Context: an optimization exercise on an open-source flow, tuned for small area, a short achievable clock period and few clock cycles per item. The choices shown serve that exercise and are no tape-out recipe.
Function was checked by simulation only, so behaviour that the tests miss may differ from the original.

==> build 83: inputs <==
// fft64
module fft64 (
    input  wire        clk,
    input  wire        rst,
    input  wire        in_valid,
    output wire        in_ready,
    input  wire [15:0] in_re,
    input  wire [15:0] in_im,
    input  wire [17:0] in_coef,
    output wire        out_valid,
    input  wire        out_ready,
    output wire [23:0] out_re,
    output wire [23:0] out_im,
    output wire [3:0]  out_exp,
    output wire        out_sat,
    output wire        out_last
);
export LEC_CHECK = 0
export ABC_CLOCK_PERIOD_IN_PS = 6000
export CAP_MARGIN = 20
export CORE_MARGIN = 2
export CORE_UTILIZATION = 45
export CTS_BUF_LIST = sky130_fd_sc_hd__clkbuf_8
export PLACE_DENSITY = 0.6
export SLEW_MARGIN = 20
create_clock -name core_clock -period 24.0 [get_ports {clk}]
standard.sh (not shown) runs the stock make flow with config.mk's settings and CLKGATE_MAP_FILE= SYNTH_SCRIPT=/design/flow/synth_recipe.tcl, a recipe that flattens the netlist after the stock synthesis.
==> flow/flow/run.sh <==
#!/bin/bash
# The standard layout (standard.sh: standard synthesis, then ORFS to
# finish) with one change: repair_timing aims at a setup slack margin of
# 17.6 ns, i.e. at paths of about 6.4 ns, well inside the 24 ns clock. The
# constraints and the clock period are unchanged.
set -euo pipefail
cd "$(dirname "${BASH_SOURCE[0]}")/.."
bash standard.sh SETUP_SLACK_MARGIN=17.6 finish > flow_finish.log 2>&1
==> inputs of trial 26, as changes to build 83 <==
--- a/flow/design.v
+++ b/flow/design.v
@@ -1989,12 +1989,14 @@
     output wire [23:0] out_im,
     output wire [3:0]  out_exp,
     output wire        out_sat,
     output wire        out_last
 );
     localparam [2:0] P_IO = 3'd7;      
+    reg rs;
+    always @(posedge clk) rs <= rst;
     reg  [3:0] lbl;         
     reg  [2:0] pass;        
     reg  [2:0] ppass;       
     reg        have_old;    
     reg  [6:0] out_idx;     
     reg  [6:0] in_idx;      
@@ -2003,12 +2005,13 @@
     reg [15:0] b_re, b_im;
     reg [17:0] b_c;
     reg        in_rdy;
     reg  [2:0] cnt;         
     reg        ov;          
     reg [53:0] q0;          
+    reg [53:0] qh;          
     reg [53:0] qb0, qb1, qb2;   
     reg  [1:0] qwp, qrp, qbn;   
     reg        cap_d1, cap_d2;  
     reg  [1:0] kreg;        
     reg  [1:0] facc;        
     reg  [3:0] ex;          
@@ -2078,22 +2081,22 @@
     wire [3:0] lab2_n = lbl_n - 4'd4;
     wire [3:0] lab8_n = lbl_n - 4'd10;
     wire [2:0] pas1_n = (lbl_n >= 4'd3)  ? pass_n : ppass_n;
     wire [2:0] pas2_n = (lbl_n >= 4'd4)  ? pass_n : ppass_n;
     wire [2:0] pas8_n = (lbl_n >= 4'd10) ? pass_n : ppass_n;
     always @(posedge clk) begin
-        if (rst) begin
+        if (rs) begin
             lbl      <= 4'd15;
             pass     <= P_IO;
             ppass    <= P_IO;
             have_old <= 1'b0;
             out_idx  <= 7'd0;
             in_idx   <= 7'd0;
             ins_idx  <= 7'd0;
             bv       <= 1'b0;
-            in_rdy   <= 1'b1;
+            in_rdy   <= ~rst;
             cnt      <= 3'd0;
             en_c     <= 1'b0;
             en_t3    <= 1'b0;
             en_t2    <= 1'b0;
             en_t1    <= 1'b0;
             en_t0    <= 1'b0;
@@ -2119,13 +2122,13 @@
             ppass    <= ppass_n;
             have_old <= have_old_n;
             out_idx  <= out_idx_n;
             in_idx   <= in_idx_n;
             ins_idx  <= ins_idx_n;
             bv       <= bv_n;
-            in_rdy   <= in_rdy_n;
+            in_rdy   <= in_rdy_n & ~rst;
             cnt      <= cnt_n;
             en_c     <= (pas1_n == 3'd5) | (pas1_n == 3'd1);
             en_t3    <= ((pas1_n == 3'd4) | (pas1_n == 3'd2)) & lab1_n[3];
             en_t2    <= (pas1_n == 3'd3) & lab1_n[2];
             en_t1    <= (pas8_n == 3'd2) & lab8_n[1];
             en_t0    <= (pas2_n == 3'd1) & lab2_n[0];
@@ -2148,13 +2151,13 @@
             default: cap_d = {hd3[47], hd3[47:24], hd3[23], hd3[23:0]};
         endcase
     end
     reg  [49:0] cd1, cd2;
     reg         cm1, cm2, cl1, cl2;
     always @(posedge clk) begin
-        if (rst) begin
+        if (rs) begin
             cap_d1 <= 1'b0;
             cap_d2 <= 1'b0;
         end else begin
             cap_d1 <= cap;
             cap_d2 <= cap_d1;
         end
@@ -2176,40 +2179,49 @@
         end
     endfunction
     wire [1:0]  kc  = cm2 ? kreg : 2'd0;
     wire [3:0]  ex_now = (kadd & (kpass == 3'd1)) ? (ex + {2'b00, kreg}) : ex_out;
     wire [53:0] qin = {rnd_k(cd2[49:25], kc), rnd_k(cd2[24:0], kc), ex_now, sat_out, cl2};
     wire q0_load = pop | ~ov;
+    reg [53:0] qnext;
+    always @* begin
+        case (qrp)
+            2'd0:    qnext = qb0;
+            2'd1:    qnext = qb1;
+            default: qnext = qb2;
+        endcase
+        if (qbn == 2'd0) qnext = qin;
+    end
+    always @(posedge clk) begin
+        if (rs) q0 <= 54'd0;
+        else    q0 <= q0_load ? qnext : qh;
+        if (q0_load) qh <= qnext;
+    end
     always @(posedge clk) begin
         if (qwr & (qwp == 2'd0)) qb0 <= qin;
         if (qwr & (qwp == 2'd1)) qb1 <= qin;
         if (qwr & (qwp == 2'd2)) qb2 <= qin;
     end
     always @(posedge clk) begin
-        if (rst) begin
+        if (rs) begin
             ov  <= 1'b0;
             qwp <= 2'd0;
             qrp <= 2'd0;
             qbn <= 2'd0;
         end else begin
             if (q0_load) begin
                 if (qbn != 2'd0) begin
-                    case (qrp)
-                        2'd0:    q0 <= qb0;
-                        2'd1:    q0 <= qb1;
-                        default: q0 <= qb2;
-                    endcase
                     ov  <= 1'b1;
                     qrp <= (qrp == 2'd2) ? 2'd0 : qrp + 2'd1;
                 end else begin
-                    q0 <= qin;
                     ov <= qwr;
                 end
             end
             if (qwr & ~(q0_load & (qbn == 2'd0)))
                 qwp <= (qwp == 2'd2) ? 2'd0 : qwp + 2'd1;
+            if (rst) ov <= 1'b0;
             qbn <= qbn + {1'b0, qwr & ~(q0_load & (qbn == 2'd0))} - {1'b0, q0_load & (qbn != 2'd0)};
         end
     end
     assign in_ready  = in_rdy;
     assign out_valid = ov;
     assign out_re    = q0[53:30];
@@ -2223,42 +2235,42 @@
     wire        last3;
     wire [2:0]  lpass3;
     wire last1 = (stage & rot_end) | last_ins;
     reg        last2_r, last3_r;
     reg  [2:0] lp2_r, lp3_r;
     always @(posedge clk) begin
-        if (rst) begin
+        if (rs) begin
             last2_r <= 1'b0;
             last3_r <= 1'b0;
         end else begin
             last2_r <= last1;
             last3_r <= last2_r;
         end
         lp2_r <= pass;
         lp3_r <= lp2_r;
     end
     assign last3  = last3_r;
     assign lpass3 = lp3_r;
     fft64_bfly u_bf0 (
-        .clk(clk), .rst(rst), .a(hd0), .b(hd1), .twidx(tw0i),
+        .clk(clk), .rst(rs), .a(hd0), .b(hd1), .twidx(tw0i),
         .stage(stage), .mrg(mrg0),
         .win(ins & ~ins_ch[1]), .winp(ins & ~ins_ch[1] & ~ins_ch[0]),
         .s_re(b_re), .s_im(b_im), .s_c(b_c), .kreg(kreg),
         .op(o0), .oq(o1), .d(d0), .fl(fl0), .wsat(ws0)
     );
     fft64_bfly u_bf1 (
-        .clk(clk), .rst(rst), .a(hd2), .b(hd3), .twidx(tw1i),
+        .clk(clk), .rst(rs), .a(hd2), .b(hd3), .twidx(tw1i),
         .stage(stage), .mrg(mrg1),
         .win(ins & ins_ch[1]), .winp(ins & ins_ch[1] & ~ins_ch[0]),
         .s_re(b_re), .s_im(b_im), .s_c(b_c), .kreg(kreg),
         .op(o2), .oq(o3), .d(d1), .fl(fl1), .wsat(ws1)
     );
     wire [1:0] fl_all = facc | fl0 | fl1;
     wire [1:0] knew   = fl_all[1] ? 2'd2 : (fl_all[0] ? 2'd1 : 2'd0);
     always @(posedge clk) begin
-        if (rst) begin
+        if (rs) begin
             kreg    <= 2'd0;
             facc    <= 2'd0;
             sacc    <= 1'b0;
             sfr     <= 1'b0;
             sat_out <= 1'b0;
         end else if (last3) begin
@@ -2275,19 +2287,19 @@
         end else begin
             facc <= fl_all;
             sacc <= sacc | ws0 | ws1;
         end
     end
     always @(posedge clk) begin
-        if (rst) begin
+        if (rs) begin
             kadd <= 1'b0;
         end else begin
             kadd <= last3 & (lpass3 != 3'd0);
         end
         kpass <= lpass3;
-        if (rst) begin
+        if (rs) begin
             ex     <= 4'd0;
             ex_out <= 4'd0;
         end else if (kadd) begin
             if (kpass == P_IO)      ex     <= {2'b00, kreg};
             else if (kpass == 3'd1) ex_out <= ex + {2'b00, kreg};
             else                    ex     <= ex + {2'b00, kreg};
==> flow/flow/run.sh (replaced) <==
#!/bin/bash
# The standard layout (standard.sh: standard synthesis, then ORFS to
# finish) with one change: repair_timing aims at a setup slack margin of
# 17.8 ns, i.e. at paths of about 6.2 ns, well inside the 24 ns clock. The
# constraints and the clock period are unchanged.
set -euo pipefail
cd "$(dirname "${BASH_SOURCE[0]}")/.."
bash standard.sh SETUP_SLACK_MARGIN=17.8 finish > flow_finish.log 2>&1
Settings changed: CORE_UTILIZATION 45 to 60, CTS_BUF_LIST sky130_fd_sc_hd__clkbuf_8 to default, PLACE_DENSITY 0.6 to 0.7.
==> inputs of trial 17, as changes to build 83 <==
--- a/flow/design.v
+++ b/flow/design.v
@@ -1989,12 +1989,14 @@
     output wire [23:0] out_im,
     output wire [3:0]  out_exp,
     output wire        out_sat,
     output wire        out_last
 );
     localparam [2:0] P_IO = 3'd7;      
+    reg rs;
+    always @(posedge clk) rs <= rst;
     reg  [3:0] lbl;         
     reg  [2:0] pass;        
     reg  [2:0] ppass;       
     reg        have_old;    
     reg  [6:0] out_idx;     
     reg  [6:0] in_idx;      
@@ -2003,12 +2005,13 @@
     reg [15:0] b_re, b_im;
     reg [17:0] b_c;
     reg        in_rdy;
     reg  [2:0] cnt;         
     reg        ov;          
     reg [53:0] q0;          
+    reg [53:0] qh;          
     reg [53:0] qb0, qb1, qb2;   
     reg  [1:0] qwp, qrp, qbn;   
     reg        cap_d1, cap_d2;  
     reg  [1:0] kreg;        
     reg  [1:0] facc;        
     reg  [3:0] ex;          
@@ -2078,22 +2081,22 @@
     wire [3:0] lab2_n = lbl_n - 4'd4;
     wire [3:0] lab8_n = lbl_n - 4'd10;
     wire [2:0] pas1_n = (lbl_n >= 4'd3)  ? pass_n : ppass_n;
     wire [2:0] pas2_n = (lbl_n >= 4'd4)  ? pass_n : ppass_n;
     wire [2:0] pas8_n = (lbl_n >= 4'd10) ? pass_n : ppass_n;
     always @(posedge clk) begin
-        if (rst) begin
+        if (rs) begin
             lbl      <= 4'd15;
             pass     <= P_IO;
             ppass    <= P_IO;
             have_old <= 1'b0;
             out_idx  <= 7'd0;
             in_idx   <= 7'd0;
             ins_idx  <= 7'd0;
             bv       <= 1'b0;
-            in_rdy   <= 1'b1;
+            in_rdy   <= ~rst;
             cnt      <= 3'd0;
             en_c     <= 1'b0;
             en_t3    <= 1'b0;
             en_t2    <= 1'b0;
             en_t1    <= 1'b0;
             en_t0    <= 1'b0;
@@ -2119,13 +2122,13 @@
             ppass    <= ppass_n;
             have_old <= have_old_n;
             out_idx  <= out_idx_n;
             in_idx   <= in_idx_n;
             ins_idx  <= ins_idx_n;
             bv       <= bv_n;
-            in_rdy   <= in_rdy_n;
+            in_rdy   <= in_rdy_n & ~rst;
             cnt      <= cnt_n;
             en_c     <= (pas1_n == 3'd5) | (pas1_n == 3'd1);
             en_t3    <= ((pas1_n == 3'd4) | (pas1_n == 3'd2)) & lab1_n[3];
             en_t2    <= (pas1_n == 3'd3) & lab1_n[2];
             en_t1    <= (pas8_n == 3'd2) & lab8_n[1];
             en_t0    <= (pas2_n == 3'd1) & lab2_n[0];
@@ -2148,13 +2151,13 @@
             default: cap_d = {hd3[47], hd3[47:24], hd3[23], hd3[23:0]};
         endcase
     end
     reg  [49:0] cd1, cd2;
     reg         cm1, cm2, cl1, cl2;
     always @(posedge clk) begin
-        if (rst) begin
+        if (rs) begin
             cap_d1 <= 1'b0;
             cap_d2 <= 1'b0;
         end else begin
             cap_d1 <= cap;
             cap_d2 <= cap_d1;
         end
@@ -2176,40 +2179,49 @@
         end
     endfunction
     wire [1:0]  kc  = cm2 ? kreg : 2'd0;
     wire [3:0]  ex_now = (kadd & (kpass == 3'd1)) ? (ex + {2'b00, kreg}) : ex_out;
     wire [53:0] qin = {rnd_k(cd2[49:25], kc), rnd_k(cd2[24:0], kc), ex_now, sat_out, cl2};
     wire q0_load = pop | ~ov;
+    reg [53:0] qnext;
+    always @* begin
+        case (qrp)
+            2'd0:    qnext = qb0;
+            2'd1:    qnext = qb1;
+            default: qnext = qb2;
+        endcase
+        if (qbn == 2'd0) qnext = qin;
+    end
+    always @(posedge clk) begin
+        if (rs) q0 <= 54'd0;
+        else    q0 <= q0_load ? qnext : qh;
+        if (q0_load) qh <= qnext;
+    end
     always @(posedge clk) begin
         if (qwr & (qwp == 2'd0)) qb0 <= qin;
         if (qwr & (qwp == 2'd1)) qb1 <= qin;
         if (qwr & (qwp == 2'd2)) qb2 <= qin;
     end
     always @(posedge clk) begin
-        if (rst) begin
+        if (rs) begin
             ov  <= 1'b0;
             qwp <= 2'd0;
             qrp <= 2'd0;
             qbn <= 2'd0;
         end else begin
             if (q0_load) begin
                 if (qbn != 2'd0) begin
-                    case (qrp)
-                        2'd0:    q0 <= qb0;
-                        2'd1:    q0 <= qb1;
-                        default: q0 <= qb2;
-                    endcase
                     ov  <= 1'b1;
                     qrp <= (qrp == 2'd2) ? 2'd0 : qrp + 2'd1;
                 end else begin
-                    q0 <= qin;
                     ov <= qwr;
                 end
             end
             if (qwr & ~(q0_load & (qbn == 2'd0)))
                 qwp <= (qwp == 2'd2) ? 2'd0 : qwp + 2'd1;
+            if (rst) ov <= 1'b0;
             qbn <= qbn + {1'b0, qwr & ~(q0_load & (qbn == 2'd0))} - {1'b0, q0_load & (qbn != 2'd0)};
         end
     end
     assign in_ready  = in_rdy;
     assign out_valid = ov;
     assign out_re    = q0[53:30];
@@ -2223,42 +2235,42 @@
     wire        last3;
     wire [2:0]  lpass3;
     wire last1 = (stage & rot_end) | last_ins;
     reg        last2_r, last3_r;
     reg  [2:0] lp2_r, lp3_r;
     always @(posedge clk) begin
-        if (rst) begin
+        if (rs) begin
             last2_r <= 1'b0;
             last3_r <= 1'b0;
         end else begin
             last2_r <= last1;
             last3_r <= last2_r;
         end
         lp2_r <= pass;
         lp3_r <= lp2_r;
     end
     assign last3  = last3_r;
     assign lpass3 = lp3_r;
     fft64_bfly u_bf0 (
-        .clk(clk), .rst(rst), .a(hd0), .b(hd1), .twidx(tw0i),
+        .clk(clk), .rst(rs), .a(hd0), .b(hd1), .twidx(tw0i),
         .stage(stage), .mrg(mrg0),
         .win(ins & ~ins_ch[1]), .winp(ins & ~ins_ch[1] & ~ins_ch[0]),
         .s_re(b_re), .s_im(b_im), .s_c(b_c), .kreg(kreg),
         .op(o0), .oq(o1), .d(d0), .fl(fl0), .wsat(ws0)
     );
     fft64_bfly u_bf1 (
-        .clk(clk), .rst(rst), .a(hd2), .b(hd3), .twidx(tw1i),
+        .clk(clk), .rst(rs), .a(hd2), .b(hd3), .twidx(tw1i),
         .stage(stage), .mrg(mrg1),
         .win(ins & ins_ch[1]), .winp(ins & ins_ch[1] & ~ins_ch[0]),
         .s_re(b_re), .s_im(b_im), .s_c(b_c), .kreg(kreg),
         .op(o2), .oq(o3), .d(d1), .fl(fl1), .wsat(ws1)
     );
     wire [1:0] fl_all = facc | fl0 | fl1;
     wire [1:0] knew   = fl_all[1] ? 2'd2 : (fl_all[0] ? 2'd1 : 2'd0);
     always @(posedge clk) begin
-        if (rst) begin
+        if (rs) begin
             kreg    <= 2'd0;
             facc    <= 2'd0;
             sacc    <= 1'b0;
             sfr     <= 1'b0;
             sat_out <= 1'b0;
         end else if (last3) begin
@@ -2275,19 +2287,19 @@
         end else begin
             facc <= fl_all;
             sacc <= sacc | ws0 | ws1;
         end
     end
     always @(posedge clk) begin
-        if (rst) begin
+        if (rs) begin
             kadd <= 1'b0;
         end else begin
             kadd <= last3 & (lpass3 != 3'd0);
         end
         kpass <= lpass3;
-        if (rst) begin
+        if (rs) begin
             ex     <= 4'd0;
             ex_out <= 4'd0;
         end else if (kadd) begin
             if (kpass == P_IO)      ex     <= {2'b00, kreg};
             else if (kpass == 3'd1) ex_out <= ex + {2'b00, kreg};
             else                    ex     <= ex + {2'b00, kreg};
==> flow/flow/run.sh (replaced) <==
#!/bin/bash
# The standard layout (standard.sh: standard synthesis, then ORFS to
# finish) with one change: repair_timing aims at a setup slack margin of
# 17.8 ns, i.e. at paths of about 6.2 ns, well inside the 24 ns clock. The
# constraints and the clock period are unchanged.
set -euo pipefail
cd "$(dirname "${BASH_SOURCE[0]}")/.."
bash standard.sh SETUP_SLACK_MARGIN=17.8 finish > flow_finish.log 2>&1
Settings changed: CORE_UTILIZATION 45 to 60, CTS_BUF_LIST sky130_fd_sc_hd__clkbuf_8 to default, CTS_CLUSTER_DIAMETER from default to 60, CTS_CLUSTER_SIZE from default to 30, PLACE_DENSITY 0.6 to 0.7.
==> summary of the runs <==
Between trial 26 and trial 17, the lower clock skew is in trial 26 (gap 5.7 ps).
Area after synthesis is about the same in trial 26 and build 83.
Via count: trial 26 > build 83 > trial 17.
Hold slack: trial 26 is better than build 83 (17 ps).
Worst setup slack: build 83 < trial 17 < trial 26.
Testbench counts of build 83, summed over its fixed seeds: cycles 9,760, frames 64.
Testbench counts of trial 26, summed over its fixed seeds: cycles 9,768, frames 64.
Testbench counts of trial 17, summed over its fixed seeds: cycles 9,768, frames 64.

[re-timing with driven ports]
No port has a modelled driver above. Below, the same layouts with a new extraction and two added sets of constraints. Step 1 (the two cells are an assumption about what drives the block):
set clk [get_ports {clk}]
set_driving_cell -lib_cell sky130_fd_sc_hd__clkbuf_16 $clk
set_driving_cell -lib_cell sky130_fd_sc_hd__buf_2 [delete_from_list [all_inputs] $clk]
Step 2 moves the port delays by t, midway between the first and last clock arrival at a register: inputs arrive t later, outputs are due t later. That takes back most of the time a late clock gives input paths. Slacks: no drivers / after step 1 / after step 2; pairs: no drivers / after step 1.
run	t (ns)	slack for setup (ns)	worst hold slack (ns)	latest minus earliest clock arrival (ns)
build 83	1.357	17.397 / 17.269 / 16.361	0.249 / 0.249 / 0.249	0.146 / 0.145
trial 26	1.064	17.652 / 17.561 / 16.665	0.267 / 0.267 / 0.267	0.088 / 0.088
trial 17	1.050	17.531 / 17.419 / 16.616	0.293 / 0.293 / 0.293	0.091 / 0.091
After both steps setup and hold are still met in every run listed. For build 83, which loses most, drivers alone change the setup slack by -0.128 ns; drivers and shift together by -1.036 ns.
